From an optimization exercise on the open Yosys and OpenROAD flow, aimed at small area; shortcuts taken in it are not production practice. RTL that was checked went through simulation tests only; none was proved equivalent to the original. No driver is modelled on the clock port, so clocking that relies on it looks cheaper here than on a real chip. Power is estimated from default activity; no workload was simulated.

Design twist_deframer, start of the top module:
module twist_deframer (
    input  wire        clk,
    input  wire        rst,           
    input  wire [3:0]  lane,          
    input  wire [1:0]  sym,           
    output reg         locked,
    output wire        pol_inv,
    output reg         oh_valid,
    output wire [63:0] oh_word,
    output reg         oh_crc_ok,
    output reg         pl_valid,
    output wire [39:0] pl_word,
    output reg         stuff_rm,
    output reg         rx_ovf
);
Size in the first run: roughly 720 cells after synthesis, ~120 I/O pins, about 8000 µm² of cells after synthesis.
clock: 8.0 ns
lec_check: 0
cap_margin: 20
core_margin: 2
core_utilization: 70
slew_margin: 20
standard.sh (not shown) runs the stock make flow with config.mk's settings and CLKGATE_MAP_FILE= SYNTH_SCRIPT=/design/flow/synth_recipe.tcl, a recipe that flattens the netlist after the stock synthesis.
==> flow/flow/run.sh <==
#!/bin/bash
# The standard layout (standard.sh) with these changes:
#  - synthesis: the standard flow's own synthesis script, except that ABC maps the
#    logic with flow/area.abc (area-oriented) instead of ORFS's speed
#    script. Flip-flops are mapped before ABC, so the registers are the
#    standard synthesis's.
#  - buf_1 port buffers;
#  - a clock tree without dummy loads, clkbuf_8 at the root and clkbuf_4
#    leaves; leaves with a high slew are upsized after CTS
#    (flow/post_cts.tcl).
# The make output goes to flow_make.log here; ORFS's per-step logs, one per
# tool run, are under orfs/logs.
set -euo pipefail
here=$(pwd)

awk -v abc="$here/flow/area.abc" '
  /^[ \t]*log_cmd abc \{\*\}\$abc_args[ \t]*$/ {
    print "  set abc_args [lreplace $abc_args 1 1 " abc "]"; n++ }
  { print }
  END { if (n != 1) exit 1 }' "$FLOW_HOME/scripts/synth.tcl" > "$here/my_synth_core.tcl"
awk -v core="$here/my_synth_core.tcl" '
  $0 == "source $::env(SCRIPTS_DIR)/synth.tcl" { print "source " core; n++; next }
  { print }
  END { if (n != 1) exit 1 }' "$here/synth_recipe.tcl" > "$here/my_synth.tcl"
sed -e "s#SYNTH_SCRIPT=[^ ]*#SYNTH_SCRIPT=$here/my_synth.tcl#" "$here/standard.sh" > "$here/my_standard.sh"
grep -q "SYNTH_SCRIPT=$here/my_synth.tcl" "$here/my_standard.sh"

export BUFFER_PORTS_ARGS="-buffer_cell sky130_fd_sc_hd__buf_1"
export CTS_ARGS="-sink_clustering_enable -repair_clock_nets -dont_use_dummy_load -root_buf sky130_fd_sc_hd__clkbuf_8 -buf_list sky130_fd_sc_hd__clkbuf_4"
export POST_CTS_TCL="$here/flow/post_cts.tcl"
export CLK_UPSIZE_SLEW=0.115
bash "$here/my_standard.sh" > "$here/flow_make.log" 2>&1
==> flow/flow/area.abc <==
&get -n
&st
&syn3
&dch
&nf -R 1000
&st
&syn3
&dch
&nf -R 1000
&st
&syn3
&dch
&nf -R 1000
&st
&syn3
&dch
&nf -R 1000
&put
==> flow/flow/post_cts.tcl <==
# After clock tree synthesis: the leaf clock buffers are clkbuf_4; upsize to
# clkbuf_8 those whose output slew is above CLK_UPSIZE_SLEW (ns), then
# legalize the placement again.
estimate_parasitics -placement
set nup 0
foreach inst [get_cells clkbuf_*] {
  if {[get_property $inst ref_name] ne "sky130_fd_sc_hd__clkbuf_4"} { continue }
  set s [get_property [get_pins [get_name $inst]/X] slew_max]
  if {$s > $::env(CLK_UPSIZE_SLEW)} {
    replace_cell $inst sky130_fd_sc_hd__clkbuf_8
    incr nup
  }
}
puts "post_cts: upsized $nup clock buffers"
if {$nup > 0} {
  detailed_placement
  estimate_parasitics -placement
}
Edit:
--- a/flow/design.v
+++ b/flow/design.v
@@ -55,31 +55,34 @@
     wire [19:0] p_odf = {crc[4:0], p_od};   
     assign pol_inv = locked & cand_pol;
     assign oh_word = {s_od, p_ev, p_od};
     genvar gi;
     generate
         for (gi = 0; gi < 20; gi = gi + 1) begin : g_pl
             assign pl_word[2*gi]   = p_ev[gi];
             assign pl_word[2*gi+1] = p_odf[gi];
         end
     endgenerate
-    wire [13:0] pos     = fpos + 14'd1;
-    wire        at_30   = (fpos == 14'd29);
-    wire        at_last = (fpos == 14'd16382);
-    wire        in_body = (fpos >= 14'd30) && (fpos < 14'd16382);
+    wire        fz13    = (fpos[12:0] == 13'd0);
+    wire [13:0] pos     = {fpos[12:0], fpos[13] ^ fpos[4] ^ fpos[2] ^ fpos[0] ^ fz13};
+    wire        at_30   = fz13 && !fpos[13];
+    wire        at_lm1  = (fpos == 14'd3857);
+    reg         at_last;      
+    reg         in_body;      
     wire lock_match = cand_pol ? faw_inv : faw_match;
-    wire content_left = ~&(widx | ~10'd814);
+    wire content_left = (widx != 10'd972);
     wire body_l       = locked && in_body && content_left;
     wire is_stuff     = body_l && (run_len == 6'd47);
     wire is_content   = body_l && (run_len != 6'd47);
     wire is_oh        = is_content && !pay;
-    wire is_oh_last   = is_oh && (cnt == 6'd63);
+    wire [5:0] cnt_inc = {cnt[4:0], cnt[5] ^ cnt[4] ^ (cnt[4:0] == 5'd0)};
+    wire is_oh_last   = is_oh && (cnt == 6'd32);
     wire is_payload   = is_content && pay;
     wire is_guard     = locked && at_last;
     wire        oh_bit   = bit_in ^ cand_pol;
     wire        crc_fb   = crc[7] ^ oh_bit;
     wire [7:0]  crc_next = {crc[6:0], 1'b0} ^ (crc_fb ? 8'h07 : 8'h00);
     wire        crc_good = (crc_next == 8'h00);
     wire        crc_drop = !crc_good && (ncrc_bad == 4'd15);
     wire [63:0] oh_full  = {oh_word[62:0], oh_bit};
     wire [4:0]  rx_fn    = oh_full[39:35];
     wire [2:0]  rx_ofs   = oh_full[34:32];
@@ -97,24 +100,23 @@
     wire        sb1   = first ? sd1 : s_od[28] ^ s_ev[19];
     wire        sb2   = first ? sd2 : s_ev[28] ^ s_od[18];
     wire [1:0]  dbits = pbits_raw ^ {sb1, sb2};
     wire [28:0] s_od_ld, s_ev_ld;
     generate
         for (gi = 0; gi < 29; gi = gi + 1) begin : g_sd
             assign s_od_ld[gi] = seed2[2*gi+1];
             assign s_ev_ld[gi] = seed2[2*gi];
         end
     endgenerate
-    wire        word_end = (cnt == 6'd19);
-    wire        deliver  = (widx < 10'd812) ||
-                           (widx == 10'd812 && !prev_just[1]) ||
-                           (widx == 10'd813 && prev_just == 2'd0);
+    wire        word_end = (cnt == 6'd15);
+    wire        deliver  = !((widx == 10'd998 && prev_just != 2'd0) ||
+                             (widx == 10'd1011 && prev_just[1]));
     always @(posedge clk) begin
         if (!pay)
             win <= {win[28:0], bit_in};
         if (rst) begin
             win       <= 30'd0;
             locked    <= 1'b0;
             verif     <= 1'b0;
             run_level <= 2'd0;
             run_len   <= 6'd0;
             pay       <= 1'b0;
@@ -122,37 +124,39 @@
             prev_ofs  <= 3'd0;
             prev_just <= 2'd0;
             prev_ovf  <= 1'b0;
             oh_valid  <= 1'b0;
             oh_crc_ok <= 1'b0;
             pl_valid  <= 1'b0;
             stuff_rm  <= 1'b0;
             rx_ovf    <= 1'b0;
         end else begin
             fpos     <= pos;
+            at_last  <= at_lm1;
+            in_body  <= at_30 || (in_body && !at_lm1);
             oh_valid <= 1'b0;
             pl_valid <= 1'b0;
             stuff_rm <= is_stuff;
             rx_ovf   <= 1'b0;
             if (sym == run_level) begin
                 if (run_len != 6'd63)
                     run_len <= run_len + 6'd1;
             end else begin
                 run_level <= sym;
                 run_len   <= 6'd1;
             end
             if (!locked && !verif) begin
                 if (faw_match || faw_inv) begin
                     verif    <= 1'b1;
                     cand_pol <= faw_inv;
                     cnt2     <= 2'd1;
-                    fpos     <= 14'd30;
+                    fpos     <= 14'd1;
                 end
             end else if (verif) begin
                 if (at_30) begin
                     if (lock_match) begin
                         if (cnt2 == 2'd2) begin
                             verif    <= 1'b0;
                             locked   <= 1'b1;
                             cnt2     <= 2'd0;
                             ncrc_bad <= 4'd0;
                         end else begin
@@ -167,27 +171,27 @@
                     if (lock_match)
                         cnt2 <= 2'd0;
                     else if (cnt2 == 2'd3)
                         locked <= 1'b0;
                     else
                         cnt2 <= cnt2 + 2'd1;
                 end
             end
             if (at_30) begin
                 cnt  <= 6'd0;
-                widx <= 10'd0;
+                widx <= 10'd1;
                 crc  <= 8'h00;
             end
             if (is_oh) begin
                 {s_od, p_ev, p_od} <= oh_full;
                 crc <= crc_next;
-                cnt <= cnt + 6'd1;
+                cnt <= cnt_inc;
             end
             if (is_oh_last) begin
                 oh_valid  <= 1'b1;
                 oh_crc_ok <= crc_good;
                 pay       <= !crc_drop;
                 first     <= 1'b1;
                 crc[3:0]  <= lane;
                 prev_fn   <= use_fn;
                 prev_ofs  <= use_ofs;
                 prev_just <= use_just;
@@ -200,24 +204,24 @@
             end
             if (is_payload) begin
                 first    <= 1'b0;
                 s_od     <= first ? s_od_ld : {s_od[27:0], sb1};
                 win      <= {win[28], first ? s_ev_ld : {s_ev[27:0], sb2}};
                 p_ev     <= {p_ev[18:0], dbits[0]};
                 p_od     <= {p_od[13:0], dbits[1]};
                 crc[4:0] <= {crc[3:0], p_od[14]};
                 if (word_end) begin
                     cnt      <= 6'd0;
-                    widx     <= widx + 10'd1;
+                    widx     <= {widx[8:0], widx[9] ^ widx[6]};
                     pl_valid <= deliver;
                 end else begin
-                    cnt <= cnt + 6'd1;
+                    cnt <= cnt_inc;
                 end
             end
             if (is_guard) begin
                 pay      <= 1'b0;
                 prev_ovf <= content_left;
                 rx_ovf   <= content_left;
             end
         end
     end
 endmodule
What happened:
- maximum frequency rose slightly
- final cell count fell by a little under a tenth
- synthesized cell count fell by roughly a tenth
- via count fell by roughly a tenth
- area after synthesis fell by a few percent
- total power fell slightly
- wire length fell by a few percent
- sequential power stays flat
- die area fell by a few percent
- core utilization fell by 1.1 points
- design area fell by a few percent
For the second run of this note, only the layout was checked, not whether the RTL still works.

## separate check: timing with driven ports
How much do the figures lean on ideal ports? The routed layouts below were timed once more, with nothing changed but the port constraints.
Step 1, drivers: a clkbuf_16 drives clk and a buf_2 each remaining input, both assumed.
Step 2 also shifts input and output timing later by t, the mid clock arrival at the registers, as if the neighbouring blocks saw the same clock.
Three values: ideal, step 1, step 2; two values: the first two.
| run | t (ns) | setup slack, ns | worst hold slack (ns) | clock arrival spread, ns |
|---|---|---|---|---|
| the first run | 0.478 | 0.579 / 0.594 / 0.116 | 0.465 / 0.465 / 0.465 | 0.032 / 0.032 |
| the second run | 0.469 | 0.662 / 0.661 / 0.192 | 0.423 / 0.423 / 0.423 | 0.036 / 0.036 |
After both steps setup and hold are still met in every run listed. For the second run, which loses most, drivers alone change the setup slack by -0.001 ns; drivers and shift together by -0.470 ns.
